Background: an optimization exercise with open tools, aiming at small area and a short achievable clock period. Do not read the settings as production practice. At most, simulation tests tie the RTL to the original design; equivalence was not proved. No functional check of the RTL was part of runs 2 and 3. Power is estimated from default activity; no workload was simulated.

**flow/design.v**
```verilog
module lt_decode (
    input  wire [3:0]  fmt,
    input  wire [15:0] x,
    input  wire [7:0]  scale,
    output reg         is_nan,
    output reg         is_inf,
    output reg         fs,
    output reg  [11:0] v,
    output wire        nz,
    output reg  [7:0]  ef,
    output wire [7:0]  sc,
    output reg  [3:0]  tz
);
    wire is_mx = fmt[3] && (fmt[2:0] <= 3'd5);
    assign sc  = is_mx ? scale : 8'd127;
    wire scale_nan = is_mx && (scale == 8'hFF);
    wire [3:0] e43 = x[6:3];
    wire [4:0] e52 = x[6:2];
    wire [1:0] e23 = x[4:3];
    wire [2:0] e32 = x[4:2];
    wire [1:0] e21 = x[2:1];
    wire [7:0] ebf = x[14:7];
    wire [4:0] ehf = x[14:10];
    wire [7:0] i8  = x[7:0];
    reg fnan;
    always @(*) begin
        fnan   = 1'b0;
        is_inf = 1'b0;
        fs     = 1'b0;
        v      = 12'd0;
        ef     = 8'd0;
        case (fmt)
            4'd0, 4'd8: begin
                fs = x[7];
                if (e43 == 4'hF && x[2:0] == 3'h7) fnan = 1'b1;
                v  = {8'd0, (e43 != 4'd0), x[2:0]};
                ef = {4'd0, e43[3:1], e43[0] | (e43 == 4'd0)};
            end
            4'd1, 4'd9: begin
                fs = x[7];
                if (e52 == 5'h1F) begin
                    if (x[1:0] == 2'd0) is_inf = 1'b1;
                    else                fnan   = 1'b1;
                end
                v  = {9'd0, (e52 != 5'd0), x[1:0]};
                ef = {3'd0, e52[4:1], e52[0] | (e52 == 5'd0)};
            end
            4'd2, 4'd10: begin
                fs = x[5];
                v  = {8'd0, (e23 != 2'd0), x[2:0]};
                ef = {6'd0, e23[1], e23[0] | (e23 == 2'd0)};
            end
            4'd3, 4'd11: begin
                fs = x[5];
                v  = {9'd0, (e32 != 3'd0), x[1:0]};
                ef = {5'd0, e32[2:1], e32[0] | (e32 == 3'd0)};
            end
            4'd4, 4'd12: begin
                fs = x[3];
                v  = {10'd0, (e21 != 2'd0), x[0]};
                ef = {6'd0, e21[1], e21[0] | (e21 == 2'd0)};
            end
            4'd5, 4'd13: begin
                v  = {{4{i8[7]}}, i8};
            end
            4'd6: begin
                fs = x[15];
                if (ebf == 8'hFF) begin
                    if (x[6:0] == 7'd0) is_inf = 1'b1;
                    else                fnan   = 1'b1;
                end
                v  = {4'd0, (ebf != 8'd0), x[6:0]};
                ef = {ebf[7:1], ebf[0] | (ebf == 8'd0)};
            end
            4'd7: begin
                fs = x[15];
                if (ehf == 5'h1F) begin
                    if (x[9:0] == 10'd0) is_inf = 1'b1;
                    else                 fnan   = 1'b1;
                end
                v  = {1'b0, (ehf != 5'd0), x[9:0]};
                ef = {3'd0, ehf[4:1], ehf[0] | (ehf == 5'd0)};
            end
            default: fnan = 1'b1;
        endcase
        is_nan = fnan || scale_nan;
    end
    assign nz = (v != 12'd0) && !is_nan && !is_inf;
    integer k;
    always @(*) begin
        tz = 4'd0;
        for (k = 10; k >= 0; k = k - 1)
            if (v[k]) tz = k[3:0];
    end
endmodule
module lt_bias (
    input  wire [3:0]        fmt,
    output reg  signed [9:0] b
);
    always @(*) begin
        case (fmt[2:0])
            3'd0:    b = -10'sd137;    
            3'd1:    b = -10'sd144;    
            3'd2:    b = -10'sd131;    
            3'd3:    b = -10'sd132;    
            3'd4:    b = -10'sd129;    
            3'd5:    b = fmt[3] ? -10'sd133 : -10'sd127;    
            3'd6:    b = -10'sd261;    
            default: b = -10'sd152;    
        endcase
    end
endmodule
module lt_booth (
    input  wire [11:0] a,
    output reg  [5:0]  one,     
    output reg  [5:0]  two,     
    output reg  [5:0]  ng       
);
    integer k;
    reg [2:0] t;
    always @(*) begin
        for (k = 0; k < 6; k = k + 1) begin
            t = {a[2*k+1], a[2*k], (k == 0) ? 1'b0 : a[2*k-1]};
            one[k] = t[1] ^ t[0];
            two[k] = (t == 3'b100) || (t == 3'b011);
            ng[k]  = t[2];
        end
    end
endmodule
module lt_mul (
    input  wire [5:0]  one,
    input  wire [5:0]  two,
    input  wire [11:0] b,
    input  wire [5:0]  nx,
    output wire [22:0] p
);
    reg [12:0] row [0:5];
    integer k, i;
    always @(*) begin
        for (k = 0; k < 6; k = k + 1)
            for (i = 0; i < 13; i = i + 1)
                row[k][i] = ((one[k] && b[(i < 12) ? i : 11]) ||
                             (two[k] && (i > 0) && b[(i > 0) ? i - 1 : 0])) ^ nx[k];
    end
    wire w1 = row[0][10] ^ row[1][8];
    wire w2 = row[0][10] & row[1][8];
    wire w3 = row[0][11] ^ row[1][9];
    wire w4 = row[0][11] & row[1][9];
    wire w5 = row[0][12] ^ row[1][10];
    wire w6 = row[0][12] & row[1][10];
    wire w7 = row[0][12] ^ row[1][11];
    wire w8 = row[0][12] & row[1][11];
    wire w9 = ~row[0][12] ^ ~row[1][12];
    wire w10 = ~row[0][12] & ~row[1][12];
    wire w11 = row[0][6] ^ row[1][4];
    wire w12 = row[0][6] & row[1][4];
    wire w13 = row[0][7] ^ row[1][5];
    wire w14 = row[0][7] & row[1][5];
    wire w15 = row[0][8] ^ row[1][6] ^ row[2][4];
    wire w16 = (row[0][8] & row[1][6]) | (row[0][8] & row[2][4]) | (row[1][6] & row[2][4]);
    wire w17 = row[3][2] ^ row[4][0];
    wire w18 = row[3][2] & row[4][0];
    wire w19 = row[0][9] ^ row[1][7] ^ row[2][5];
    wire w20 = (row[0][9] & row[1][7]) | (row[0][9] & row[2][5]) | (row[1][7] & row[2][5]);
    wire w21 = row[3][3] ^ row[4][1];
    wire w22 = row[3][3] & row[4][1];
    wire w23 = row[2][6] ^ row[3][4] ^ row[4][2];
    wire w24 = (row[2][6] & row[3][4]) | (row[2][6] & row[4][2]) | (row[3][4] & row[4][2]);
    wire w25 = row[5][0] ^ nx[5] ^ w1;
    wire w26 = (row[5][0] & nx[5]) | (row[5][0] & w1) | (nx[5] & w1);
    wire w27 = row[2][7] ^ row[3][5] ^ row[4][3];
    wire w28 = (row[2][7] & row[3][5]) | (row[2][7] & row[4][3]) | (row[3][5] & row[4][3]);
    wire w29 = row[5][1] ^ w2 ^ w3;
    wire w30 = (row[5][1] & w2) | (row[5][1] & w3) | (w2 & w3);
    wire w31 = row[2][8] ^ row[3][6] ^ row[4][4];
    wire w32 = (row[2][8] & row[3][6]) | (row[2][8] & row[4][4]) | (row[3][6] & row[4][4]);
    wire w33 = row[5][2] ^ w4 ^ w5;
    wire w34 = (row[5][2] & w4) | (row[5][2] & w5) | (w4 & w5);
    wire w35 = row[2][9] ^ row[3][7] ^ row[4][5];
    wire w36 = (row[2][9] & row[3][7]) | (row[2][9] & row[4][5]) | (row[3][7] & row[4][5]);
    wire w37 = row[5][3] ^ w6 ^ w7;
    wire w38 = (row[5][3] & w6) | (row[5][3] & w7) | (w6 & w7);
    wire w39 = row[2][10] ^ row[3][8] ^ row[4][6];
    wire w40 = (row[2][10] & row[3][8]) | (row[2][10] & row[4][6]) | (row[3][8] & row[4][6]);
    wire w41 = row[5][4] ^ w8 ^ w9;
    wire w42 = (row[5][4] & w8) | (row[5][4] & w9) | (w8 & w9);
    wire w43 = 1'b1 ^ row[2][11] ^ row[3][9];
    wire w44 = (1'b1 & row[2][11]) | (1'b1 & row[3][9]) | (row[2][11] & row[3][9]);
    wire w45 = row[4][7] ^ row[5][5] ^ w10;
    wire w46 = (row[4][7] & row[5][5]) | (row[4][7] & w10) | (row[5][5] & w10);
    wire w47 = ~row[2][12] ^ row[3][10] ^ row[4][8];
    wire w48 = (~row[2][12] & row[3][10]) | (~row[2][12] & row[4][8]) | (row[3][10] & row[4][8]);
    wire w49 = 1'b1 ^ row[3][11];
    wire w50 = 1'b1 & row[3][11];
    wire w51 = row[0][4] ^ row[1][2];
    wire w52 = row[0][4] & row[1][2];
    wire w53 = row[0][5] ^ row[1][3];
    wire w54 = row[0][5] & row[1][3];
    wire w55 = row[2][2] ^ row[3][0] ^ nx[3];
    wire w56 = (row[2][2] & row[3][0]) | (row[2][2] & nx[3]) | (row[3][0] & nx[3]);
    wire w57 = row[2][3] ^ row[3][1] ^ w12;
    wire w58 = (row[2][3] & row[3][1]) | (row[2][3] & w12) | (row[3][1] & w12);
    wire w59 = nx[4] ^ w14 ^ w15;
    wire w60 = (nx[4] & w14) | (nx[4] & w15) | (w14 & w15);
    wire w61 = w16 ^ w18 ^ w19;
    wire w62 = (w16 & w18) | (w16 & w19) | (w18 & w19);
    wire w63 = w20 ^ w22 ^ w23;
    wire w64 = (w20 & w22) | (w20 & w23) | (w22 & w23);
    wire w65 = w24 ^ w26 ^ w27;
    wire w66 = (w24 & w26) | (w24 & w27) | (w26 & w27);
    wire w67 = w28 ^ w30 ^ w31;
    wire w68 = (w28 & w30) | (w28 & w31) | (w30 & w31);
    wire w69 = w32 ^ w34 ^ w35;
    wire w70 = (w32 & w34) | (w32 & w35) | (w34 & w35);
    wire w71 = w36 ^ w38 ^ w39;
    wire w72 = (w36 & w38) | (w36 & w39) | (w38 & w39);
    wire w73 = w40 ^ w42 ^ w43;
    wire w74 = (w40 & w42) | (w40 & w43) | (w42 & w43);
    wire w75 = row[5][6] ^ w44 ^ w46;
    wire w76 = (row[5][6] & w44) | (row[5][6] & w46) | (w44 & w46);
    wire w77 = row[4][9] ^ row[5][7] ^ w48;
    wire w78 = (row[4][9] & row[5][7]) | (row[4][9] & w48) | (row[5][7] & w48);
    wire w79 = ~row[3][12] ^ row[4][10] ^ row[5][8];
    wire w80 = (~row[3][12] & row[4][10]) | (~row[3][12] & row[5][8]) | (row[4][10] & row[5][8]);
    wire w81 = 1'b1 ^ row[4][11];
    wire w82 = 1'b1 & row[4][11];
    wire w83 = row[0][2] ^ row[1][0];
    wire w84 = row[0][2] & row[1][0];
    wire w85 = row[0][3] ^ row[1][1];
    wire w86 = row[0][3] & row[1][1];
    wire w87 = row[2][0] ^ nx[2] ^ w51;
    wire w88 = (row[2][0] & nx[2]) | (row[2][0] & w51) | (nx[2] & w51);
    wire w89 = row[2][1] ^ w52 ^ w53;
    wire w90 = (row[2][1] & w52) | (row[2][1] & w53) | (w52 & w53);
    wire w91 = w11 ^ w54 ^ w55;
    wire w92 = (w11 & w54) | (w11 & w55) | (w54 & w55);
    wire w93 = w13 ^ w56 ^ w57;
    wire w94 = (w13 & w56) | (w13 & w57) | (w56 & w57);
    wire w95 = w17 ^ w58 ^ w59;
    wire w96 = (w17 & w58) | (w17 & w59) | (w58 & w59);
    wire w97 = w21 ^ w60 ^ w61;
    wire w98 = (w21 & w60) | (w21 & w61) | (w60 & w61);
    wire w99 = w25 ^ w62 ^ w63;
    wire w100 = (w25 & w62) | (w25 & w63) | (w62 & w63);
    wire w101 = w29 ^ w64 ^ w65;
    wire w102 = (w29 & w64) | (w29 & w65) | (w64 & w65);
    wire w103 = w33 ^ w66 ^ w67;
    wire w104 = (w33 & w66) | (w33 & w67) | (w66 & w67);
    wire w105 = w37 ^ w68 ^ w69;
    wire w106 = (w37 & w68) | (w37 & w69) | (w68 & w69);
    wire w107 = w41 ^ w70 ^ w71;
    wire w108 = (w41 & w70) | (w41 & w71) | (w70 & w71);
    wire w109 = w45 ^ w72 ^ w73;
    wire w110 = (w45 & w72) | (w45 & w73) | (w72 & w73);
    wire w111 = w47 ^ w74 ^ w75;
    wire w112 = (w47 & w74) | (w47 & w75) | (w74 & w75);
    wire w113 = w49 ^ w76 ^ w77;
    wire w114 = (w49 & w76) | (w49 & w77) | (w76 & w77);
    wire w115 = w50 ^ w78 ^ w79;
    wire w116 = (w50 & w78) | (w50 & w79) | (w78 & w79);
    wire w117 = row[5][9] ^ w80 ^ w81;
    wire w118 = (row[5][9] & w80) | (row[5][9] & w81) | (w80 & w81);
    wire w119 = ~row[4][12] ^ row[5][10] ^ w82;
    wire w120 = (~row[4][12] & row[5][10]) | (~row[4][12] & w82) | (row[5][10] & w82);
    wire w121 = 1'b1 ^ row[5][11];
    wire w122 = 1'b1 & row[5][11];
    wire [22:0] x = {~row[5][12], w120, w118, w116, w114, w112, w110, w108, w106, w104, w102, w100, w98, w96, w94, w92, w90, w88, w86, w84, nx[1], row[0][1], row[0][0]};
    wire [22:0] y = {w122, w121, w119, w117, w115, w113, w111, w109, w107, w105, w103, w101, w99, w97, w95, w93, w91, w89, w87, w85, w83, 1'b0, nx[0]};
    assign p = x + y;
endmodule
module lt_clamp (
    input  wire [22:0] p,
    input  wire [4:0]  dc,
    input  wire        frc,
    output wire        clamp
);
    reg ge;
    integer i;
    always @(*) begin
        ge = 1'b0;
        for (i = 0; i < 22; i = i + 1)
            ge = ge | ((p[i] ^ p[22]) && (dc <= i));
    end
    assign clamp = frc || ge;
endmodule
module lt_tz (
    input  wire [11:0] v,
    output reg  [3:0]  tz
);
    integer k;
    always @(*) begin
        tz = 4'd0;
        for (k = 10; k >= 0; k = k - 1)
            if (v[k]) tz = k[3:0];
    end
endmodule
module lt_place (
    input  wire [22:0]  p,
    input  wire [7:0]   s8,
    input  wire         clamp,
    input  wire [127:0] hi,       
    output wire [127:0] t
);
    wire sg = p[22];
    wire cp = clamp && !sg;       
    wire cn = clamp && sg;        
    integer i, k, n;
    wire [3:0] r = s8[3:0];
    wire [3:0] q = s8[7:4];
    reg [37:0] f;
    always @(*) begin
        f = {{15{sg}}, p};
        for (k = 0; k < 4; k = k + 1)
            if (r[k])
                for (i = 37; i >= 0; i = i - 1)
                    f[i] = (i >= (1 << k)) ? f[(i >= (1 << k)) ? i - (1 << k) : 0] : 1'b0;
    end
    reg [9:0]   qsel;
    reg [10:0]  ext, extl;
    reg [127:0] u;
    integer m;
    always @(*) begin
        for (k = 0; k < 10; k = k + 1)
            qsel[k] = !clamp && (q == k);
        for (m = 0; m <= 10; m = m + 1) begin
            ext[m] = 1'b0;
            for (k = 0; k < m; k = k + 1)
                ext[m] = ext[m] | qsel[k];
            ext[m]  = ext[m] && sg;
            extl[m] = ext[m] || cp;
        end
        for (i = 0; i < 128; i = i + 1) begin
            m = 0;
            for (k = 0; k < 10; k = k + 1)
                if (i + 22 - 16 * k > 37) m = k + 1;
            u[i] = (i < 64) ? extl[m] : (ext[m] || (hi[i] ? cp : cn));
            for (k = 0; k < 10; k = k + 1) begin
                n = i + 22 - 16 * k;
                if (n >= 0 && n <= 37)
                    u[i] = u[i] | (qsel[k] && f[n]);
            end
        end
    end
    assign t = u;
endmodule
module lt_flush (
    input  wire [15:0] g,
    input  wire [15:0] p,
    input  wire        en,
    input  wire        clr,
    output wire [15:0] cin
);
    reg [15:0] gg, pp, gn, pn;
    integer i, l;
    always @(*) begin
        gg = g;
        pp = p;
        for (l = 1; l < 16; l = l * 2) begin
            gn = gg; pn = pp;
            for (i = 0; i < 16; i = i + 1)
                if (i >= l) begin
                    gn[i] = gg[i] | (pp[i] & gg[i-l]);
                    pn[i] = pp[i] & pp[i-l];
                end
            gg = gn; pp = pn;
        end
    end
    assign cin = {gg[14:0], 1'b0} & {16{en && !clr}};
endmodule
module long_acc4 (
    input  wire         clk,
    input  wire         rst,
    input  wire [1:0]   cmd,
    input  wire [8:0]   open_w,
    input  wire [5:0]   open_c,
    input  wire         open_clamp,
    input  wire         open_lost,
    input  wire [3:0]   fmt_a,
    input  wire [15:0]  a,
    input  wire [7:0]   scale_a,
    input  wire [3:0]   fmt_b,
    input  wire [63:0]  b,
    input  wire [31:0]  scale_b,
    output reg          out_valid,
    output wire [511:0] out_acc,
    output wire         out_clamp,
    output wire         out_lost
);
    localparam CMD_OPEN   = 2'd1;
    localparam CMD_UPDATE = 2'd2;
    localparam CMD_READ   = 2'd3;
    wire        ia_nan, ia_inf, ia_fs, ia_nz;
    wire [11:0] ia_v;
    wire [7:0]  ia_ef, ia_sc;
    wire [3:0]  ia_tz;
    wire [5:0]  ia_one, ia_two, ia_ng;
    lt_decode u_dec_a (
        .fmt(fmt_a), .x(a), .scale(scale_a),
        .is_nan(ia_nan), .is_inf(ia_inf), .fs(ia_fs), .v(ia_v), .nz(ia_nz),
        .ef(ia_ef), .sc(ia_sc), .tz(ia_tz)
    );
    lt_booth u_booth (.a(ia_v), .one(ia_one), .two(ia_two), .ng(ia_ng));
    reg         updD, rdD, clrD, oclD, olsD;
    reg [3:0]   faD, fbD;
    reg         anD, aiD, azD;
    reg [7:0]   aeD, asD;
    reg [3:0]   atD;
    reg [5:0]   oneD, twoD, ngD;
    reg [3:0]   negD;
    reg [11:0]  bvD  [0:3];
    reg [7:0]   beD  [0:3];
    reg [7:0]   bsD  [0:3];
    reg [3:0]   bnD, biD;
    reg signed [8:0] win_w;
    reg [5:0]   c_d;
    always @(posedge clk) begin
        updD <= !rst && (cmd == CMD_UPDATE);
        rdD  <= !rst && (cmd == CMD_READ);
        clrD <= rst || (cmd == CMD_OPEN);
        oclD <= !rst && open_clamp;
        olsD <= !rst && open_lost;
        faD  <= fmt_a;
        fbD  <= fmt_b;
        anD  <= ia_nan;
        aiD  <= ia_inf;
        azD  <= ia_nz;
        aeD  <= ia_ef;
        asD  <= ia_sc;
        atD  <= ia_tz;
        oneD <= ia_one;
        ngD  <= ia_ng;
        twoD <= ia_two;
        if (rst) begin
            win_w <= 9'sd0;
            c_d   <= 6'd0;
        end else if (cmd == CMD_OPEN) begin
            win_w <= open_w;
            c_d   <= open_c;
        end
    end
    genvar j;
    generate
        for (j = 0; j < 4; j = j + 1) begin : g_dec
            wire        ib_nan, ib_inf, ib_fs, ib_nz;
            wire [11:0] ib_v;
            wire [7:0]  ib_ef, ib_sc;
            wire [3:0]  ib_tz;
            lt_decode u_dec_b (
                .fmt(fmt_b), .x(b[16*j +: 16]), .scale(scale_b[8*j +: 8]),
                .is_nan(ib_nan), .is_inf(ib_inf), .fs(ib_fs), .v(ib_v), .nz(ib_nz),
                .ef(ib_ef), .sc(ib_sc), .tz(ib_tz)
            );
            always @(posedge clk) begin
                bvD[j] <= ib_v;
                beD[j] <= ib_ef;
                bsD[j] <= ib_sc;
                bnD[j] <= ib_nan;
                biD[j] <= ib_inf;
                negD[j] <= ia_fs ^ ib_fs;
            end
        end
    endgenerate
    wire signed [9:0] bias_a, bias_b;
    lt_bias u_bias_a (.fmt(faD), .b(bias_a));
    lt_bias u_bias_b (.fmt(fbD), .b(bias_b));
    wire signed [11:0] sh0 = $signed({4'd0, aeD}) + $signed({4'd0, asD})
                           + bias_a + bias_b - win_w;
    wire signed [11:0] kk  = $signed({5'd0, ~c_d[5:0]}) + 12'sd64;
    wire signed [11:0] sp0 = sh0 + 12'sd22;
    wire signed [11:0] dk  = kk - sh0;
    wire signed [11:0] lt0 = -(sh0 + $signed({8'd0, atD}));
    reg         rdM, clrM, oclM, olsM, updM;
    reg [5:0]   c_m;
    reg         fclM, flsM;
    reg [22:0]  pM   [0:3];
    reg [7:0]   sM   [0:3];
    reg [4:0]   dcM  [0:3];
    reg [3:0]   frcM;
    wire [3:0] fcl_n, fls_n;
    generate
        for (j = 0; j < 4; j = j + 1) begin : g_mul
            wire [22:0] p;
            lt_mul u_mul (
                .one(oneD), .two(twoD), .b(bvD[j]), .nx(ngD ^ {6{negD[j]}}), .p(p)
            );
            wire [3:0] btz;
            lt_tz u_tz (.v(bvD[j]), .tz(btz));
            wire b_nz   = (bvD[j] != 12'd0) && !bnD[j] && !biD[j];
            wire nz     = azD && b_nz;
            wire nan    = anD || bnD[j];
            wire inf    = !nan && (aiD || biD[j]);
            wire inf_nz = inf && (aiD || azD) && (biD[j] || b_nz);
            wire        [8:0]  e  = {1'b0, beD[j]} + {1'b0, bsD[j]};
            wire signed [11:0] sp = sp0 + $signed({3'd0, e});
            wire signed [11:0] d  = dk - $signed({3'd0, e});
            wire               lt = $signed({2'd0, e + {5'd0, btz}}) < lt0;
            wire [7:0] s8  = !(updD && nz) ? 8'hF0 : sp[11] ? 8'h00 : sp[7:0];
            wire [4:0] dc  = (updD && nz && !d[11] && (d < 12'sd22)) ? d[4:0] : 5'd31;
            wire       frc = updD && (inf_nz || (nz && d[11]));
            assign fcl_n[j] = updD && (nan || inf);
            assign fls_n[j] = updD && nz && lt;
            always @(posedge clk) begin
                pM[j]  <= p;
                sM[j]  <= s8;
                dcM[j]  <= dc;
                frcM[j] <= frc;
            end
        end
    endgenerate
    always @(posedge clk) begin
        rdM  <= rdD && !rst;
        updM <= updD;
        clrM <= clrD;
        oclM <= oclD;
        olsM <= olsD;
        fclM <= |fcl_n;
        flsM <= |fls_n;
        if (clrD)
            c_m <= c_d;
    end
    reg [127:0] hi;
    integer i;
    always @(*) begin
        for (i = 0; i < 128; i = i + 1)
            hi[i] = (i < 64) ? 1'b1 : (i == 127) ? 1'b0 : (c_m <= 6'(126 - i));
    end
    reg [127:0] acc [0:3];
    reg         flag_clamp, flag_lost;
    wire [3:0]  clB;
    generate
        for (j = 0; j < 4; j = j + 1) begin : g_acc
            wire [127:0] t, sum;
            lt_clamp u_clamp (.p(pM[j]), .dc(dcM[j]), .frc(frcM[j]), .clamp(clB[j]));
            lt_place u_place (
                .p(pM[j]), .s8(sM[j]), .clamp(clB[j]), .hi(hi), .t(t)
            );
            wire [127:0] ag = acc[j];
            reg  [15:1]  pc;
            wire [15:0]  pk = {pc, 1'b0};
            wire [16:0]  sc;                 
            wire [15:0]  lc;                 
            wire [15:0]  sg, sp;
            wire [128:0] cy;
            wire         fl = !updM && !clrM;
            genvar k;
            for (k = 0; k < 16; k = k + 1) begin : g_seg
                wire hi7 = &acc[j][8*k+1 +: 7];
                assign sg[k] = hi7 && acc[j][8*k] && pk[k];
                assign sp[k] = hi7 && (acc[j][8*k] ^ pk[k]);
            end
            lt_flush u_flush (.g(sg), .p(sp), .en(fl), .clr(clrM), .cin(lc));
            for (k = 0; k < 128; k = k + 1) begin : g_bit
                wire ci = (k % 8 == 0) ? (fl ? lc[k / 8] : (pk[k / 8] && !clrM)) : cy[k];
                wire tb = (k % 8 == 0) ? (t[k] || (fl && pk[k / 8])) : t[k];
                assign sum[k]  = ag[k] ^ tb ^ ci;
                assign cy[k+1] = (ag[k] & tb) | (ag[k] & ci) | (tb & ci);
            end
            for (k = 0; k < 16; k = k + 1) begin : g_sc
                assign sc[k+1] = cy[8*k+8];
            end
            assign cy[0] = 1'b0;
            assign sc[0] = 1'b0;
            always @(posedge clk) begin
                acc[j] <= sum & {128{!clrM}};
                pc     <= sc[15:1] & {15{updM}};
            end
            assign out_acc[128*j +: 128] = acc[j];
        end
    endgenerate
    always @(posedge clk) begin
        out_valid <= rdM && !rst;
        if (clrM) begin
            flag_clamp <= oclM;
            flag_lost  <= olsM;
        end else begin
            flag_clamp <= flag_clamp | fclM | (|clB);
            flag_lost  <= flag_lost  | flsM;
        end
    end
    assign out_clamp = flag_clamp;
    assign out_lost  = flag_lost;
endmodule
```
**flow/flow/run.sh**
```bash
#!/bin/bash
# The standard layout, with plain buffers (not delay buffers) on the ports and
# timing repair aimed at 19.25 ns of setup slack.
set -uo pipefail
export BUFFER_PORTS_ARGS="-buffer_cell sky130_fd_sc_hd__buf_1"
export SETUP_SLACK_MARGIN=19.25
bash standard.sh > standard.log 2>&1
```
**flow/standard.sh**
```bash
#!/bin/bash
# synth_recipe.tcl (not shown) runs the flow's synth.tcl, then flattens the netlist and writes it again
# the make line also repeats each setting of config.mk as NAME=value (left out here)
make -C /OpenROAD-flow-scripts/flow DESIGN_CONFIG=/design/flow/config.mk WORK_HOME=/design/flow/orfs CLKGATE_MAP_FILE= SYNTH_SCRIPT=/design/flow/synth_recipe.tcl "${@:-finish}"
```
**flow/config.mk**
```make
export PLATFORM = sky130hd
export DESIGN_NAME = long_acc4
export DESIGN_NICKNAME = long_acc4
export VERILOG_FILES = /design/flow/design.v
export SDC_FILE = /design/flow/constraint.sdc
export NUM_CORES = 8
export LEC_CHECK = 0
export CAP_MARGIN = 20
export CORE_MARGIN = 2
export CORE_UTILIZATION = 35
export CTS_CLUSTER_DIAMETER = 110
export CTS_CLUSTER_SIZE = 22
export SLEW_MARGIN = 20
```
**flow/constraint.sdc**
```tcl
create_clock -name core_clock -period 26.0 [get_ports {clk}]
set_input_delay 5.2000 -clock core_clock [delete_from_list [all_inputs] [get_ports {clk}]]
set_output_delay 5.2000 -clock core_clock [all_outputs]
set_load 0.01 [all_outputs]
```
==> impl_metrics.json, run 1 <==
{
  "seq_power_share_pct": 16.7,
  "initial_utilization_pct": 35.3,
  "synth_enable_flop_cells": 6,
  "dr_drc_count": 0,
  "critical_path.cell_chain": "buf_1",
  "timing.critical_path.required_ps": 20800,
  "r2r-start": "c_m[5]$_DFFE_PP_",
  "setup-violations-final": 0,
  "post-synth-top-area-fraction_pct": 22.7,
  "chipWidth_um": 486,
  "worst_path_dominant_cell_family": "flip-flops",
  "timing.hold.worst.class": "reg2reg",
  "die_footprint_um2": 236000,
  "layout-drive-gt1-share_pct": 8.24,
  "ioPinCount": 664,
  "hold_viol_final": 0,
  "p_clk_share_pct": 7.4,
  "synthFlopType": "sky130_fd_sc_hd__dfxtp_1",
  "p_sw_share_pct": 53.7,
  "skew_ps": 49.8,
  "grt.total_usage_pct": 28.0,
  "cts_root_buf": "sky130_fd_sc_hd__clkbuf_16",
  "critical_path_depth": 1,
  "dr.pass1.iters": 9,
  "floorplan.rows": 176,
  "largest_stage_delay_on_the_critical_path_ps": 530,
  "synth_cells": 9196,
  "clock_sinks": 929,
  "syn2layout_area_growth_pct": 11.1,
  "synth_async_sr_flop_share_pct": 0,
  "internal_power_mw": 6.66,
  "post_synth.cell_area_avg_um2": 8.84,
  "die_height_um": 486,
  "largest_cells_by_area_after_synthesis": "sky130_fd_sc_hd__dfxtp_1 (23%), sky130_fd_sc_hd__fa_1 (17%), sky130_fd_sc_hd__xnor2_1 (6.1%), sky130_fd_sc_hd__ha_1 (5.5%), sky130_fd_sc_hd__nor2b_1 (4.4%)",
  "cts.clk_slew.worst_paths_ps": 100,
  "mappedNetlistArea_um2": 81300,
  "worstSetupStartpointType": "register",
  "fmaxAchievable_mhz": 149,
  "p_leak_nw": 36.9,
  "holdPathStages": 0,
  "cap_viol_max_count": 0,
  "routability_driven_placement_congestion_ratio": 0.991,
  "port-buffer-count": 663,
  "ys_ff_latch": 929,
  "critical_path_buf_inv_count": 1,
  "grt_pass1_vias": 71300,
  "comb_power_share_pct": 75.9,
  "cts_buffer_depth": 3,
  "hpwlAfterDp_mm": 262,
  "maximum_number_of_pins_on_one_net_before_global_route_repair": 161,
  "powerDensity_nw_per_um2": 159,
  "crit_slowest_cell": "sky130_fd_sc_hd__dfxtp_1",
  "hp-start": "olsD$_DFF_P_",
  "route.vias.total": 74200,
  "syn_nets": 10400,
  "clock_tree_from_tritoncts": "built",
  "rsz0062_at_grt": "yes",
  "grt_overflow_total": 0,
  "startpoint": "acc[3][97]$_DFF_P_",
  "route.detailed.wl_per_inst_um": 27.4,
  "most-common-layout-cells": "sky130_fd_sc_hd__dfxtp_1 (883), sky130_fd_sc_hd__fa_1 (702), sky130_fd_sc_hd__nand2_1 (604)",
  "yosysUniqueCellTypes": 100,
  "timing.final.crit_share_pct": 25.8,
  "timing_worst_slew_pin_value_ps": 1320,
  "worst-endpoint-arrival_ps": 1510,
  "r2r.worst_path.cells": 15,
  "final_core_utilization_pct": 39.2,
  "synth_top_area_cell": "sky130_fd_sc_hd__dfxtp_1",
  "grt_pass1_wl_mm": 495,
  "synth_seq_area_share_pct": 23.0,
  "ctsHtreeMaxLevel": 2,
  "maxSlewViolCount": 0,
  "cts_inserted_buffers": 61,
  "nNetsFinal": 10800,
  "critPathMaxFanout": 3,
  "switchingPower_mw": 7.72,
  "dr.first_iter.drc_count": 8653,
  "period_minus_slack_ps": 6710,
  "insertion_delay_ps": 780,
  "placeableCoreArea_um2": 231000,
  "endpoint_kind": "output pin",
  "timing.setup.tns_ps": 0,
  "ir_worst_vdd_uv": 132,
  "antenna_found_initial": 9,
  "drt-total-wl_mm": 346,
  "nFillCells": 23300,
  "ant_nets": 0,
  "worst-setup-path-type": "reg2out",
  "synth.yosys.warnings": 24,
  "post_drt_via_cell_ratio": 5.88,
  "most_common_cell_after_layout_fill_and_taps_aside": "sky130_fd_sc_hd__dfxtp_1",
  "run_status": "no timing/DRC/antenna violations",
  "worst_slew_margin_rel_pct": 12.1
}
[power by group through the flow]
stage	Combinational (mW)	Sequential [mW]	Clock [mW]
2_1_floorplan	7.40	2.26	0
3_3_place_gp	10.2	2.42	0
3_5_place_dp	10.4	2.44	0
4_1_cts	10.6	2.39	1.10
5_1_grt	11.9	2.45	1.14
6_report	10.9	2.39	1.07
[layer usage]
layer | share of wire [%] | vias up | track usage [%] | wire [um]
li1 | - | 32900 | - | -
met4 | 5.1 | 4 | 12.0 | 17500
met2 | 43 | 4087 | 42.4 | 148000
met3 | 11 | 734 | 6.63 | 36600
met5 | 0.0049 | - | 0 | 17
met1 | 41 | 36500 | 37.9 | 143000
[sequential cells by signal, indices dropped and copies added (netlist names), 8 cells and up]
register and count:
acc 512, aeD 8, asD 8, beD 32
bsD 32, bvD 48, dcM 20, g_acc.pc 60
pM 92, sM 32, win_w 9
[synthesized netlist by cell type (62+ instances only)]
library cell and instances:
sky130_fd_sc_hd__nand2b_1 108, sky130_fd_sc_hd__nor2_1 521, sky130_fd_sc_hd__nand2_1 610, sky130_fd_sc_hd__o211ai_1 109
sky130_fd_sc_hd__clkbuf_1 528, sky130_fd_sc_hd__fa_1 705, sky130_fd_sc_hd__xnor2_1 568, sky130_fd_sc_hd__nor3_1 109
sky130_fd_sc_hd__mux2i_1 171, sky130_fd_sc_hd__inv_1 496, sky130_fd_sc_hd__a21oi_1 521, sky130_fd_sc_hd__a21o_1 124
sky130_fd_sc_hd__o22ai_1 88, sky130_fd_sc_hd__and2_1 115, sky130_fd_sc_hd__o221ai_1 104, sky130_fd_sc_hd__o21ai_0 472
sky130_fd_sc_hd__o21bai_1 62, sky130_fd_sc_hd__xor2_1 243, sky130_fd_sc_hd__nor2b_1 576, sky130_fd_sc_hd__nand4_1 89
sky130_fd_sc_hd__mux2_2 63, sky130_fd_sc_hd__nand3_1 199, sky130_fd_sc_hd__ha_1 360, sky130_fd_sc_hd__dfxtp_1 923
sky130_fd_sc_hd__a22oi_1 372
[repair_timing]
item / in CTS / in global routing
pin swaps: 0 / 14
buffers inserted: 6 / 37
gates resized for setup: 127 / 120
cloned: 0 / 7
hold buffers: 0 / 0
setup endpoints to repair: 227 / 147
[kinds of logic after synthesis]
kind of cell             Yosys count  share of synthesized area (%)
AO/OA/AOI/OAI                   2408                           19.9
XOR/XNOR                         815                           8.85
adder cells (fa/ha/maj)         1088                           23.2
buffers and inverters           1127                           5.30
flip-flops                       929                           23.0
multiplexers                     266                           3.86
AND/OR/NAND/NOR                 2563                           16.0
[path summary, 6_finish.rpt]
kind | end | slack, ps
worst max-delay path | out_acc[481] | 19290
worst min-delay path | olsM$_DFF_P_ | 340
worst max register to register | acc[3][127]$_DFF_P_ | 19380
worst min register to register | olsM$_DFF_P_ | 340
[area by class of cell]
type | instances | area (um2) | area share [%]
diodes | 3 | 7.51 | 0.00831
flip-flops and latches | 929 | 18700 | 20.7
repair buffers | 924 | 4850 | 5.37
clock inverters | 25 | 385 | 0.427
multi-input cells | 7141 | 59100 | 65.4
well taps | 3026 | 3790 | 4.19
clock buffers | 68 | 1570 | 1.74
inverters | 505 | 1900 | 2.10
[metrics by stage]
step	worst slack, ps	hold slack, ps	std cells	area [um2]	power [mW]
final	19290	336	12600	90300	14.4
after global routing	19190	353	12600	90300	15.5
after CTS	19190	340	12600	89400	14.0
after detailed placement	18210	319	12500	87100	12.8
after global placement	18310	316	12500	87000	12.6
after floorplan	19220	310	9196	81300	9.66
==> inputs of run 2 (changes only) <==
--- a/flow/design.v
+++ b/flow/design.v
@@ -404,11 +404,10 @@
     reg [3:0]   faD, fbD;
     reg         anD, aiD, azD;
-    reg [7:0]   aeD, asD;
+    reg [8:0]   aeD;         
     reg [3:0]   atD;
     reg [5:0]   oneD, twoD, ngD;
     reg [3:0]   negD;
     reg [11:0]  bvD  [0:3];
-    reg [7:0]   beD  [0:3];
-    reg [7:0]   bsD  [0:3];
+    reg [8:0]   beD  [0:3];  
     reg [3:0]   bnD, biD;
     reg signed [8:0] win_w;
@@ -425,6 +424,5 @@
         aiD  <= ia_inf;
         azD  <= ia_nz;
-        aeD  <= ia_ef;
-        asD  <= ia_sc;
+        aeD  <= {1'b0, ia_ef} + {1'b0, ia_sc};
         atD  <= ia_tz;
         oneD <= ia_one;
@@ -453,6 +451,5 @@
             always @(posedge clk) begin
                 bvD[j] <= ib_v;
-                beD[j] <= ib_ef;
-                bsD[j] <= ib_sc;
+                beD[j] <= {1'b0, ib_ef} + {1'b0, ib_sc};
                 bnD[j] <= ib_nan;
                 biD[j] <= ib_inf;
@@ -464,5 +461,5 @@
     lt_bias u_bias_a (.fmt(faD), .b(bias_a));
     lt_bias u_bias_b (.fmt(fbD), .b(bias_b));
-    wire signed [11:0] sh0 = $signed({4'd0, aeD}) + $signed({4'd0, asD})
+    wire signed [11:0] sh0 = $signed({3'd0, aeD})
                            + bias_a + bias_b - win_w;
     wire signed [11:0] kk  = $signed({5'd0, ~c_d[5:0]}) + 12'sd64;
@@ -491,5 +488,5 @@
             wire inf    = !nan && (aiD || biD[j]);
             wire inf_nz = inf && (aiD || azD) && (biD[j] || b_nz);
-            wire        [8:0]  e  = {1'b0, beD[j]} + {1'b0, bsD[j]};
+            wire        [8:0]  e  = beD[j];
             wire signed [11:0] sp = sp0 + $signed({3'd0, e});
             wire signed [11:0] d  = dk - $signed({3'd0, e});
==> flow/flow/run.sh (replaced) <==
#!/bin/bash
# The standard layout, with plain buffers (not delay buffers) on the ports and
# timing repair aimed at 19.3 ns of setup slack.
set -uo pipefail
export BUFFER_PORTS_ARGS="-buffer_cell sky130_fd_sc_hd__buf_1"
export SETUP_SLACK_MARGIN=19.3
bash standard.sh > standard.log 2>&1
==> impl_metrics.json, run 2 <==
{
  "yosysUniqueCellTypes": 92,
  "worst-endpoint-arrival_ps": 7640,
  "grtUsageMet1_pct": 39.3,
  "syn2layout_area_growth_pct": 13.9,
  "ioPinCount": 664,
  "dr.first_iter.drc_count": 9155,
  "floorplan.rows": 176,
  "busiest_layer_in_global_routing": "met2",
  "ir_worst_vdd_uv": 143,
  "rsz0062_at_grt": "yes",
  "insertion_delay_ps": 780,
  "cts_buffer_depth": 3,
  "post_drt_via_cell_ratio": 5.99,
  "antenna_found_initial": 15,
  "comb_power_share_pct": 77.2,
  "synth_cells": 9374,
  "synth-compound-area-share_pct": 21.3,
  "synth_seq_area_share_pct": 22.2,
  "hp-start": "olsD$_DFF_P_",
  "clock_tree_from_tritoncts": "built",
  "worstSetupStartpointType": "primary input",
  "dr_drc_count": 0,
  "initial_utilization_pct": 35.2,
  "clock_sinks": 894,
  "grt_util_met2_pct": 43.9,
  "switchingPower_mw": 8.61,
  "chipWidth_um": 485,
  "largest_reg_flops": 512,
  "grtUsageMet3_pct": 6.76,
  "fmaxAchievable_mhz": 144,
  "numPlacedInstances": 12600,
  "grt_pass1_wl_mm": 521,
  "r2r.worst_path.cells": 20,
  "placeableCoreArea_um2": 230000,
  "hpwlAfterDp_mm": 273,
  "port-buffer-count": 663,
  "p_leak_nw": 37.5,
  "route.vias.total": 77200,
  "grt.total_usage_pct": 29.7,
  "critPathMaxFanout": 4,
  "ctsHtreeMaxLevel": 2,
  "hold_viol_final": 0,
  "synthFlopType": "sky130_fd_sc_hd__dfxtp_1",
  "nFillCells": 23200,
  "die_footprint_um2": 235000,
  "dr.pass1.iters": 8,
  "setup-violations-final": 0,
  "route.detailed.wl_per_inst_um": 28.3,
  "synth_top_area_cell": "sky130_fd_sc_hd__dfxtp_1",
  "worst-setup-path-type": "in2reg",
  "synth_async_sr_flop_share_pct": 0,
  "cts.clk_slew.worst_paths_ps": 80,
  "timing.hold.worst.class": "reg2reg",
  "endpoint_kind": "register",
  "largest_register": "acc",
  "synthAdderAreaFrac_pct": 23.3,
  "synth_xor_area_share_pct": 7.53,
  "largest_cells_by_area_after_synthesis": "sky130_fd_sc_hd__dfxtp_1 (22%), sky130_fd_sc_hd__fa_1 (17%), sky130_fd_sc_hd__ha_1 (5.5%), sky130_fd_sc_hd__xnor2_1 (5.3%), sky130_fd_sc_hd__nor2b_1 (4.5%)",
  "ys_ff_latch": 894,
  "r2r-start": "dcM[3][2]$_SDFF_PN1_",
  "cts.hold.buffers_added": 0,
  "routability_driven_placement_congestion_ratio": 1.00,
  "synth_enable_flop_cells": 6,
  "synth.most_common_cell": "sky130_fd_sc_hd__dfxtp_1",
  "nNetsFinal": 11000,
  "most-common-layout-cells": "sky130_fd_sc_hd__dfxtp_1 (781), sky130_fd_sc_hd__fa_1 (696), sky130_fd_sc_hd__nand2_1 (627)",
  "synth_top_family_by_area": "adder cells",
  "grt_pass1_vias": 73400,
  "synth.yosys.warnings": 22,
  "worstReg2RegEnd": "acc[3][119]$_DFF_P_",
  "post-synth-top-area-fraction_pct": 21.9,
  "powerDensity_nw_per_um2": 169,
  "post_layout_nonfiller_instances": 12900,
  "timing_worst_slew_pin_value_ps": 1360,
  "netlist_top_cells_count": "sky130_fd_sc_hd__dfxtp_1 (888), sky130_fd_sc_hd__fa_1 (705), sky130_fd_sc_hd__nand2_1 (638)",
  "die_height_um": 485,
  "hold_end": "olsM$_DFF_P_",
  "seq_power_share_pct": 16.4,
  "p_clk_share_pct": 6.4,
  "synth-simple-area-share_pct": 16.6,
  "mappedNetlistArea_um2": 81000,
  "worst_slew_margin_rel_pct": 9.39,
  "run_status": "no timing/DRC/antenna violations",
  "grt_overflow_total": 0,
  "post_synth.cell_area_avg_um2": 8.64,
  "cts_root_buf": "sky130_fd_sc_hd__clkbuf_16",
  "timing.final.crit_share_pct": 26.7,
  "timing.setup.tns_ps": 0,
  "layout_top_registers": "acc x512, pM x92, g_acc.pc x60",
  "flop_to_flop_setup_slack_ps": 19340,
  "drt-total-wl_mm": 365,
  "holdPathStages": 0,
  "syn_nets": 10600,
  "layout-drive-gt1-share_pct": 11.6,
  "maximum_number_of_pins_on_one_net_before_global_route_repair": 191,
  "post_synth_mux_area_share_pct": 3.48,
  "timing.critical_path.required_ps": 26700,
  "ant_nets": 0,
  "internal_power_mw": 7.03,
  "p_sw_share_pct": 55.0,
  "skew_ps": 72.2,
  "cap_viol_max_count": 0,
  "period_minus_slack_ps": 6950,
  "most_common_cell_after_layout_fill_and_taps_aside": "sky130_fd_sc_hd__dfxtp_1",
  "cts_inserted_buffers": 55,
  "maxSlewViolCount": 0
}
-- run 2: cell type report --
class	count	area [um2]	share of cell area, %
clock inverters	25	324	0.351
well taps	3026	3790	4.10
repair inverters	2	10.0	0.0108
flip-flops and latches	894	18100	19.7
multi-input cells	7285	60000	65.0
diodes	12	30.0	0.0325
repair buffers	1042	6450	6.99
clock buffers	60	1430	1.55
inverters	548	2090	2.26
-- run 2: repair_timing --
item / in CTS / in global routing
setup buffers: 98 / 67
pin swaps: 94 / 105
gates cloned: 10 / 11
resized for setup: 380 / 254
setup endpoints to repair: 370 / 174
-- run 2: power by group through the flow --
stage	sequential [mW]	combinational, mW	clock [mW]
2_1_floorplan	2.37	8.10	0
3_3_place_gp	2.58	11.2	0
3_5_place_dp	2.60	11.4	0
4_1_cts	2.56	11.6	1.02
5_1_grt	2.63	13.2	1.06
6_report	2.57	12.1	0.997
-- run 2: how the worst max path moves through the flow --
stage,startpoint,endpoint,cells past startpoint
2_1_floorplan,b[10],beD[0][8]$_DFF_P_,15
3_3_place_gp,fmt_b[2],beD[1][8]$_DFF_P_,17
3_5_place_dp,fmt_b[2],beD[1][8]$_DFF_P_,17
4_1_cts,b[11],beD[0][8]$_DFF_P_,16
5_1_grt,b[26],beD[1][8]$_DFF_P_,16
6_report,b[26],beD[1][8]$_DFF_P_,16
-- run 2: cell families (layout without fill, tap and decap cells) --
group	Yosys count	after routing
multiplexers	230	230
XOR/XNOR	691	691
buffers and inverters	1199	1677
adder cells (fa/ha/maj)	1088	1088
AND/OR/NAND/NOR	2666	2667
AO/OA/AOI/OAI	2606	2609
flip-flops	894	894
other	0	12
-- run 2: per-stage QoR --
stage               power [mW]  worst slack, ps  utilization (%)  hold slack [ps]  instance area [um2]
global placement          13.8            17200             37.7              311                86800
global route              16.9            18960             40.1              343                92300
finish                    15.6            19050             40.1              331                92300
detailed placement        14.0            17260             37.7              314                86800
CTS                       15.2            19040             39.4              335                90600
floorplan                 10.5            18570                -              310                81500
-- run 2: layer usage --
layer | vias to the layer above | wire, um
met3 | 968 | 37300
met5 | - | 20
met4 | 2 | 26000
li1 | 33900 | -
met1 | 37900 | 147000
met2 | 4356 | 154000
-- run 2: worst max-delay path: stages --
cell and delay, ps:
sky130_fd_sc_hd__buf_8 100, sky130_fd_sc_hd__or4_4 530, sky130_fd_sc_hd__nor2_4 130, sky130_fd_sc_hd__a21oi_2 70
sky130_fd_sc_hd__o2111ai_2 220, sky130_fd_sc_hd__ha_2 220, sky130_fd_sc_hd__inv_2 40, sky130_fd_sc_hd__fa_2 350
sky130_fd_sc_hd__inv_2 70, sky130_fd_sc_hd__a21oi_2 50, sky130_fd_sc_hd__o21bai_1 160, sky130_fd_sc_hd__a21oi_1 90
sky130_fd_sc_hd__nor2_1 140, sky130_fd_sc_hd__o21ai_1 80, sky130_fd_sc_hd__nand2b_1 80, sky130_fd_sc_hd__a21o_1 120
==> inputs of run 3 (changes only) <==
--- a/flow/design.v
+++ b/flow/design.v
@@ -267,5 +267,5 @@
     wire [22:0] x = {~row[5][12], w120, w118, w116, w114, w112, w110, w108, w106, w104, w102, w100, w98, w96, w94, w92, w90, w88, w86, w84, nx[1], row[0][1], row[0][0]};
     wire [22:0] y = {w122, w121, w119, w117, w115, w113, w111, w109, w107, w105, w103, w101, w99, w97, w95, w93, w91, w89, w87, w85, w83, 1'b0, nx[0]};
-    assign p = x + y;
+    lt_add23 u_cpa (.a(x), .b(y), .s(p));
 endmodule
 module lt_clamp (
@@ -344,4 +344,33 @@
     assign t = u;
 endmodule
+module lt_add23 (
+    input  wire [22:0] a,
+    input  wire [22:0] b,
+    output wire [22:0] s
+);
+    reg [31:0] g, p, G, P;
+    reg [22:0] c;
+    integer i, l;
+    always @(*) begin
+        p = {9'd0, a ^ b};
+        g = {9'd0, a & b};
+        G = g;
+        P = p;
+        for (l = 1; l < 32; l = l * 2)
+            for (i = 2 * l - 1; i < 32; i = i + 2 * l) begin
+                G[i] = G[i] | (P[i] & G[i-l]);
+                P[i] = P[i] & P[i-l];
+            end
+        for (l = 8; l >= 1; l = l / 2)
+            for (i = 3 * l - 1; i < 32; i = i + 2 * l) begin
+                G[i] = G[i] | (P[i] & G[i-l]);
+                P[i] = P[i] & P[i-l];
+            end
+        c[0] = 1'b0;
+        for (i = 1; i < 23; i = i + 1)
+            c[i] = G[i-1];
+    end
+    assign s = p[22:0] ^ c;
+endmodule
 module lt_flush (
     input  wire [15:0] g,
@@ -404,10 +433,11 @@
     reg [3:0]   faD, fbD;
     reg         anD, aiD, azD;
-    reg [8:0]   aeD;         
+    reg [7:0]   aeD, asD;
     reg [3:0]   atD;
     reg [5:0]   oneD, twoD, ngD;
     reg [3:0]   negD;
     reg [11:0]  bvD  [0:3];
-    reg [8:0]   beD  [0:3];  
+    reg [7:0]   beD  [0:3];
+    reg [7:0]   bsD  [0:3];
     reg [3:0]   bnD, biD;
     reg signed [8:0] win_w;
@@ -424,5 +454,6 @@
         aiD  <= ia_inf;
         azD  <= ia_nz;
-        aeD  <= {1'b0, ia_ef} + {1'b0, ia_sc};
+        aeD  <= ia_ef;
+        asD  <= ia_sc;
         atD  <= ia_tz;
         oneD <= ia_one;
@@ -451,5 +482,6 @@
             always @(posedge clk) begin
                 bvD[j] <= ib_v;
-                beD[j] <= {1'b0, ib_ef} + {1'b0, ib_sc};
+                beD[j] <= ib_ef;
+                bsD[j] <= ib_sc;
                 bnD[j] <= ib_nan;
                 biD[j] <= ib_inf;
@@ -461,5 +493,5 @@
     lt_bias u_bias_a (.fmt(faD), .b(bias_a));
     lt_bias u_bias_b (.fmt(fbD), .b(bias_b));
-    wire signed [11:0] sh0 = $signed({3'd0, aeD})
+    wire signed [11:0] sh0 = $signed({4'd0, aeD}) + $signed({4'd0, asD})
                            + bias_a + bias_b - win_w;
     wire signed [11:0] kk  = $signed({5'd0, ~c_d[5:0]}) + 12'sd64;
@@ -488,5 +520,5 @@
             wire inf    = !nan && (aiD || biD[j]);
             wire inf_nz = inf && (aiD || azD) && (biD[j] || b_nz);
-            wire        [8:0]  e  = beD[j];
+            wire        [8:0]  e  = {1'b0, beD[j]} + {1'b0, bsD[j]};
             wire signed [11:0] sp = sp0 + $signed({3'd0, e});
             wire signed [11:0] d  = dk - $signed({3'd0, e});
==> impl_metrics.json, run 3 <==
{
  "run_status": "no timing/DRC/antenna violations",
  "nNetsFinal": 10600,
  "antenna_found_initial": 10,
  "maximum_number_of_pins_on_one_net_before_global_route_repair": 107,
  "chipWidth_um": 486,
  "route.detailed.wl_per_inst_um": 28.4,
  "worst_path_dominant_cell_family": "flip-flops",
  "timing.critical_path.required_ps": 20800,
  "post_drt_via_cell_ratio": 5.95,
  "worstSetupStartpointType": "register",
  "dr.pass1.iters": 13,
  "largest_register": "acc",
  "fin_ws_ps": 19310,
  "r2r.worst_path.cells": 17,
  "ant_nets": 0,
  "routed.top_layer": "met5",
  "synth_seq_area_share_pct": 22.9,
  "hpwlAfterDp_mm": 269,
  "initial_utilization_pct": 35.1,
  "drt-total-wl_mm": 354,
  "worst_slew_margin_rel_pct": 10.6,
  "ir_worst_vdd_uv": 169,
  "mappedNetlistArea_um2": 81400,
  "cts_inserted_buffers": 57,
  "critical_path.cell_chain": "buf_1",
  "synth_enable_flop_cells": 6,
  "startpoint": "acc[0][73]$_DFF_P_",
  "cts_buffer_depth": 3,
  "cts_root_buf": "sky130_fd_sc_hd__clkbuf_16",
  "syn2layout_area_growth_pct": 11.2,
  "largest_reg_flops": 512,
  "critPathMaxFanout": 3,
  "crit_slowest_cell": "sky130_fd_sc_hd__dfxtp_4",
  "die_height_um": 486,
  "routability_driven_placement_congestion_ratio": 1.04,
  "largest_cells_by_area_after_synthesis": "sky130_fd_sc_hd__dfxtp_1 (23%), sky130_fd_sc_hd__fa_1 (18%), sky130_fd_sc_hd__ha_1 (5.5%), sky130_fd_sc_hd__xnor2_1 (5.2%), sky130_fd_sc_hd__nor2b_1 (4.5%)",
  "timing.final.crit_share_pct": 25.7,
  "dp_slack_ps": 18190,
  "critical_path_depth": 1,
  "synth.yosys.warnings": 25,
  "timing_worst_slew_pin_value_ps": 1330,
  "synth.most_common_cell": "sky130_fd_sc_hd__dfxtp_1",
  "cap_viol_max_count": 0,
  "hold_viol_final": 0,
  "dr.first_iter.drc_count": 9111,
  "layout_top_registers": "acc x512, pM x92, g_acc.pc x60",
  "syn_nets": 10300,
  "clock_sinks": 929,
  "ctsHtreeMaxLevel": 2,
  "rsz0062_at_grt": "yes",
  "skew_ps": 157,
  "insertion_delay_ps": 840,
  "cts.clk_slew.worst_paths_ps": 100,
  "synth_async_sr_flop_share_pct": 0,
  "period_minus_slack_ps": 6690,
  "powerDensity_nw_per_um2": 153,
  "endpoint_kind": "output pin",
  "floorplan.rows": 177,
  "timing.setup.tns_ps": 0,
  "ioPinCount": 664,
  "ys_ff_latch": 929,
  "hp-start": "olsD$_DFF_P_",
  "holdPathStages": 0,
  "port-buffer-count": 663,
  "synth_xor_area_share_pct": 8.23,
  "most-common-layout-cells": "sky130_fd_sc_hd__fa_1 (744), sky130_fd_sc_hd__dfxtp_1 (711), sky130_fd_sc_hd__nor2b_1 (579)",
  "synthFlopType": "sky130_fd_sc_hd__dfxtp_1",
  "report.power.total_mw": 13.8,
  "worst-setup-path-type": "reg2out",
  "p_leak_nw": 37.4,
  "grt.total_usage_pct": 28.9,
  "routed-wl-met2_mm": 146,
  "synth-simple-area-share_pct": 16.0,
  "synth_cells": 9070,
  "die_footprint_um2": 236000,
  "synth_top_area_cell": "sky130_fd_sc_hd__dfxtp_1",
  "post_synth.cell_area_avg_um2": 8.97,
  "layout-drive-gt1-share_pct": 11.0,
  "synth-compound-area-share_pct": 19.7,
  "r2r-start": "c_m[1]$_DFFE_PP_",
  "dr_drc_count": 0,
  "netlist_top_cells_count": "sky130_fd_sc_hd__dfxtp_1 (923), sky130_fd_sc_hd__fa_1 (745), sky130_fd_sc_hd__nor2b_1 (580)",
  "post_synth_mux_area_share_pct": 3.43,
  "clock_tree_from_tritoncts": "built",
  "setup-violations-final": 0,
  "grt_pass1_wl_mm": 508,
  "met3_length_mm": 38.0,
  "most_common_cell_after_layout_fill_and_taps_aside": "sky130_fd_sc_hd__fa_1",
  "route.vias.total": 74100,
  "grt_overflow_total": 0,
  "grt_pass1_vias": 71100,
  "timing.hold.worst.class": "reg2reg",
  "synth_top_family_by_area": "adder cells",
  "post-synth-top-area-fraction_pct": 22.7,
  "maxSlewViolCount": 0,
  "fmaxAchievable_mhz": 149,
  "routed_metal_1_wirelength_mm": 143,
  "critical_path_buf_inv_count": 1,
  "placeableCoreArea_um2": 232000,
  "synthAdderAreaFrac_pct": 24.1,
  "cts.hold.buffers_added": 0,
  "largest_stage_delay_on_the_critical_path_ps": 460,
  "yosysUniqueCellTypes": 114,
  "worst-endpoint-arrival_ps": 1490
}
run 3: path summary, 6_finish.rpt:
check	slack (ps)	to
setup / recovery	19310	out_acc[73]
hold reg to reg	340	olsM$_DFF_P_
hold / removal	340	olsM$_DFF_P_
setup reg to reg	19390	acc[1][87]$_DFF_P_
run 3: area by class of cell:
cell class / instances / area, um2
multi-input cells: 6984 / 59000
repair buffers: 895 / 4900
flip-flops and latches: 929 / 19000
diodes: 8 / 20.0
inverters: 518 / 1940
clock buffers: 62 / 1450
fillers: 23300 / 141000
well taps: 3043 / 3810
clock inverters: 25 / 350
run 3: cell families after synthesis:
kind of cell	after synthesis
simple gates	2532
xor+xnor	757
fa+ha+maj	1125
flops	929
compound gates	2327
buf+inv	1159
mux	241
run 3: through the flow:
step	std cells	instance area, um2	hold slack, ps	utilization, %
2_1_floorplan	9070	81400	310	-
3_3_place_gp	12300	86900	312	37.5
3_5_place_dp	12300	86900	318	37.5
4_1_cts	12400	89700	341	38.7
5_1_grt	12500	90400	345	39.0
6_report	12500	90500	338	39.0
run 3: where the power goes:
group / internal (mW) / switching, mW
logic: 4.09 / 6.32
registers: 1.85 / 0.541
clock network: 0.430 / 0.596
run 3: metal layers:
layer	vias to the layer above	track usage, %
li1	32500	-
met1	36400	38.6
met2	4358	42.0
met3	861	6.75
met4	4	18.0
met5	-	0
run 3: repair_timing:
item                                    4_1_cts  5_1_grt
resized for setup                           463      171
cloned                                        1        1
buffers inserted                              7       18
endpoints found under the setup margin      402      213
pin swaps                                     3       10
==> inputs of run 4 (changes only) <==
--- a/flow/design.v
+++ b/flow/design.v
@@ -267,5 +267,5 @@
     wire [22:0] x = {~row[5][12], w120, w118, w116, w114, w112, w110, w108, w106, w104, w102, w100, w98, w96, w94, w92, w90, w88, w86, w84, nx[1], row[0][1], row[0][0]};
     wire [22:0] y = {w122, w121, w119, w117, w115, w113, w111, w109, w107, w105, w103, w101, w99, w97, w95, w93, w91, w89, w87, w85, w83, 1'b0, nx[0]};
-    lt_add23 u_cpa (.a(x), .b(y), .s(p));
+    assign p = x + y;
 endmodule
 module lt_clamp (
@@ -344,33 +344,4 @@
     assign t = u;
 endmodule
-module lt_add23 (
-    input  wire [22:0] a,
-    input  wire [22:0] b,
-    output wire [22:0] s
-);
-    reg [31:0] g, p, G, P;
-    reg [22:0] c;
-    integer i, l;
-    always @(*) begin
-        p = {9'd0, a ^ b};
-        g = {9'd0, a & b};
-        G = g;
-        P = p;
-        for (l = 1; l < 32; l = l * 2)
-            for (i = 2 * l - 1; i < 32; i = i + 2 * l) begin
-                G[i] = G[i] | (P[i] & G[i-l]);
-                P[i] = P[i] & P[i-l];
-            end
-        for (l = 8; l >= 1; l = l / 2)
-            for (i = 3 * l - 1; i < 32; i = i + 2 * l) begin
-                G[i] = G[i] | (P[i] & G[i-l]);
-                P[i] = P[i] & P[i-l];
-            end
-        c[0] = 1'b0;
-        for (i = 1; i < 23; i = i + 1)
-            c[i] = G[i-1];
-    end
-    assign s = p[22:0] ^ c;
-endmodule
 module lt_flush (
     input  wire [15:0] g,
@@ -564,5 +535,5 @@
                 .p(pM[j]), .s8(sM[j]), .clamp(clB[j]), .hi(hi), .t(t)
             );
-            wire [127:0] ag = acc[j];
+            wire [127:0] ag = acc[j] & {128{!clrM}};
             reg  [15:1]  pc;
             wire [15:0]  pk = {pc, 1'b0};
@@ -591,5 +562,5 @@
             assign sc[0] = 1'b0;
             always @(posedge clk) begin
-                acc[j] <= sum & {128{!clrM}};
+                acc[j] <= sum;
                 pc     <= sc[15:1] & {15{updM}};
             end
==> flow/flow/run.sh (replaced) <==
#!/bin/bash
# The standard layout, with plain buffers (not delay buffers) on the ports,
# stronger ones on the inputs and outputs, and timing repair aimed at 19.3 ns of setup slack.
set -uo pipefail
export BUFFER_PORTS_ARGS="-buffer_cell sky130_fd_sc_hd__buf_1"
export POST_GLOBAL_PLACE_TCL="$PWD/flow/post_gp.tcl"
export SETUP_SLACK_MARGIN=19.3
bash standard.sh > standard.log 2>&1
==> flow/flow/post_gp.tcl (new file) <==
# Port buffers: inputs fan out to many cells and get a strong buffer; outputs
# drive only the pin and get a small one.
set block [ord::get_db_block]
set ni 0
set no 0
foreach inst [$block getInsts] {
  set name [$inst getName]
  if {[[$inst getMaster] getName] ne "sky130_fd_sc_hd__buf_1"} { continue }
  if {[string match "input*" $name]} {
    replace_cell $name sky130_fd_sc_hd__buf_4
    incr ni
  } elseif {[string match "output*" $name]} {
    replace_cell $name sky130_fd_sc_hd__buf_2
    incr no
  }
}
puts "post_gp: resized $ni input and $no output port buffers"
--- a/flow/config.mk
+++ b/flow/config.mk
@@ -9,5 +9,3 @@
 export CORE_MARGIN = 2
 export CORE_UTILIZATION = 35
-export CTS_CLUSTER_DIAMETER = 110
-export CTS_CLUSTER_SIZE = 22
 export SLEW_MARGIN = 20
==> impl_metrics.json, run 4 <==
{
  "setup-violations-final": 0,
  "route.detailed.wl_per_inst_um": 26.9,
  "grt.total_usage_pct": 29.4,
  "dp_slack_ps": 18020,
  "hpwlAfterDp_mm": 274,
  "synth_cells": 9888,
  "powerDensity_nw_per_um2": 165,
  "hold_viol_final": 0,
  "storage_cell_area_um2": 18800,
  "layout_top_registers": "acc x512, pM x92, g_acc.pc x60",
  "synthFlopType": "sky130_fd_sc_hd__dfxtp_1",
  "holdWs_ps": 327,
  "insertion_delay_ps": 840,
  "skew_ps": 74.6,
  "endpoint_kind": "output pin",
  "largest_stage_delay_on_the_critical_path_ps": 470,
  "timing.critical_path.required_ps": 20800,
  "clock_tree_from_tritoncts": "built",
  "post_layout_nonfiller_instances": 13600,
  "cts_inserted_buffers": 115,
  "synth.most_common_cell": "sky130_fd_sc_hd__nand2_1",
  "multiInputGateArea_um2": 58400,
  "synth_top_area_cell": "sky130_fd_sc_hd__dfxtp_1",
  "run_status": "no timing/DRC/antenna violations",
  "ir_worst_vdd_uv": 165,
  "worst-setup-path-type": "reg2out",
  "syn_nets": 11100,
  "post-synth-top-area-fraction_pct": 22.5,
  "post_synth.cell_area_avg_um2": 8.31,
  "report.power.total_mw": 15.7,
  "worst-endpoint-arrival_ps": 1480,
  "grt_overflow_total": 0,
  "post_drt_via_cell_ratio": 5.79,
  "numPlacedInstances": 13200,
  "die_height_um": 488,
  "initial_utilization_pct": 35.3,
  "yosysUniqueCellTypes": 96,
  "nFillCells": 23500,
  "route.vias.total": 78700,
  "ant_nets": 0,
  "crit_slowest_cell": "sky130_fd_sc_hd__dfxtp_1",
  "rsz0062_at_grt": "yes",
  "worst_path_dominant_cell_family": "flip-flops",
  "p_leak_nw": 39.3,
  "grtUsageMet1_pct": 39.1,
  "antenna_found_initial": 16,
  "dr.first_iter.drc_count": 9484,
  "period_minus_slack_ps": 6680,
  "grtUsageMet3_pct": 6.95,
  "dr_drc_count": 0,
  "timing.hold.worst.class": "reg2reg",
  "worst_slew_margin_rel_pct": 13.5,
  "syn2layout_area_growth_pct": 16.1,
  "grt_pass1_wl_mm": 521,
  "most_common_cell_after_layout_fill_and_taps_aside": "sky130_fd_sc_hd__nand2_1",
  "drt-total-wl_mm": 365,
  "largest_reg_flops": 512,
  "synth_seq_area_share_pct": 22.7,
  "synth.yosys.warnings": 24,
  "nNetsFinal": 11500,
  "stdcell_area_um2": 95400,
  "chipWidth_um": 488,
  "clock_sinks": 929,
  "die_footprint_um2": 239000,
  "timing.setup.tns_ps": 0,
  "cell_area_after_placement_um2": 89100,
  "worstSetupStartpointType": "register",
  "floorplan.rows": 177,
  "critical_path.cell_chain": "buf_2",
  "critPathMaxFanout": 3,
  "synth_enable_flop_cells": 6,
  "layout-drive-gt1-share_pct": 15.3,
  "port-buffer-count": 663,
  "fmaxAchievable_mhz": 150,
  "placeableCoreArea_um2": 233000,
  "timing_worst_slew_pin_value_ps": 1300,
  "cap_viol_max_count": 0,
  "timing.final.crit_share_pct": 25.7,
  "grt_util_met2_pct": 43.7,
  "synth_async_sr_flop_share_pct": 0,
  "critical_path_buf_inv_count": 1,
  "ys_ff_latch": 929,
  "cts_buffer_depth": 3,
  "busiest_layer_in_global_routing": "met2",
  "maxSlewViolCount": 0,
  "largest_cells_by_area_after_synthesis": "sky130_fd_sc_hd__dfxtp_1 (22%), sky130_fd_sc_hd__fa_1 (17%), sky130_fd_sc_hd__xnor2_1 (5.8%), sky130_fd_sc_hd__ha_1 (5.5%), sky130_fd_sc_hd__nand2_1 (5.0%)",
  "netlist_top_cells_count": "sky130_fd_sc_hd__nand2_1 (1103), sky130_fd_sc_hd__inv_1 (950), sky130_fd_sc_hd__dfxtp_1 (923)",
  "cts.clk_slew.worst_paths_ps": 60,
  "ctsHtreeMaxLevel": 3,
  "maximum_number_of_pins_on_one_net_before_global_route_repair": 91,
  "dr.pass1.iters": 7,
  "ioPinCount": 664,
  "fin_ws_ps": 19320,
  "largest_register": "acc",
  "cts_root_buf": "sky130_fd_sc_hd__clkbuf_16",
  "most-common-layout-cells": "sky130_fd_sc_hd__nand2_1 (1085), sky130_fd_sc_hd__inv_1 (945), sky130_fd_sc_hd__dfxtp_1 (845)",
  "final_core_utilization_pct": 40.9,
  "mappedNetlistArea_um2": 82100,
  "grt_pass1_vias": 74800
}
[run 4: kinds of logic after synthesis]
| logic type | Yosys count | share of synthesized area [%] |
|---|---|---|
| buf+inv | 1608 | 7.49 |
| flops | 929 | 22.7 |
| simple gates | 2784 | 15.3 |
| compound gates | 2472 | 19.9 |
| mux | 250 | 3.57 |
| xor+xnor | 761 | 8.11 |
| fa+ha+maj | 1084 | 22.9 |
[run 4: report_power, final]
group / total [mW] / leakage [nW] / switching [mW] / internal (mW)
logic: 11.5 / 29.7 / 7.11 / 4.43
clock network: 1.73 / 1.97 / 0.741 / 0.990
registers: 2.46 / 7.66 / 0.542 / 1.92
total: 15.7 / 39.3 / 8.39 / 7.35
[run 4: path summary, 6_finish.rpt]
| path | from | end | slack (ps) | depth (start not counted) |
|---|---|---|---|---|
| worst min register to register | olsD$_DFF_P_ | olsM$_DFF_P_ | 330 | 0 |
| worst max-delay path | acc[2][79]$_DFF_P_ | out_acc[335] | 19320 | 1 |
| worst min-delay path | olsD$_DFF_P_ | olsM$_DFF_P_ | 330 | 0 |
| worst max register to register | c_m[5]$_DFFE_PP_ | g_acc[3].pc[9]$_DFF_P_ | 19370 | 14 |
[run 4: routing by layer]
layer	vias to the layer above	routed length, um
li1	35000	-
met3	968	38400
met1	38200	149000
met5	-	42
met4	8	24000
met2	4558	154000
[run 4: final cells by class]
cell class,count,area share [%]
antenna,12,0.0315
clock buffer,163,3.48
clock inverter,55,0.746
inverter,958,3.79
multi-input combinational,7352,61.2
sequential,929,19.7
tap,3132,4.11
timing repair buffer,979,6.91
[run 4: timing repair]
item,4_1_cts,5_1_grt
cloned,3,10
hold buffers,0,0
setup buffers,12,74
setup endpoints to repair,315,185
resized for setup,188,156
endpoints found under the hold margin,0,0
pin swaps,6,17

## separate check: timing with driven ports
The results above use ideal ports. As a check the final layouts listed here were re-extracted and re-timed, cells and wires unchanged. Step 1: set_driving_cell puts a clkbuf_16 on clk and a buf_2 on each other input, an assumption about the parent block. Step 2 moves the port delays by t, midway between the first and last clock arrival at a register: inputs arrive t later, outputs are due t later. That takes back most of the time a late clock gives input paths. a / b / c = no drivers / after step 1 / after step 2; a / b = the first two.
| run | t (ns) | slack for setup (ns) | cell pins on the clock port's net |
|---|---|---|---|
| run 1 | 0.851 | 19.288 / 19.189 / 18.623 | 1 |
| run 2 | 0.842 | 19.053 / 19.105 / 18.263 | 1 |
| run 3 | 0.848 | 19.310 / 19.228 / 18.619 | 1 |
| run 4 | 0.899 | 19.315 / 19.215 / 18.666 | 1 |
After both steps every run listed still meets setup and hold. For run 2, which loses most, drivers alone change the setup slack by +0.052 ns; drivers and shift together by -0.790 ns.
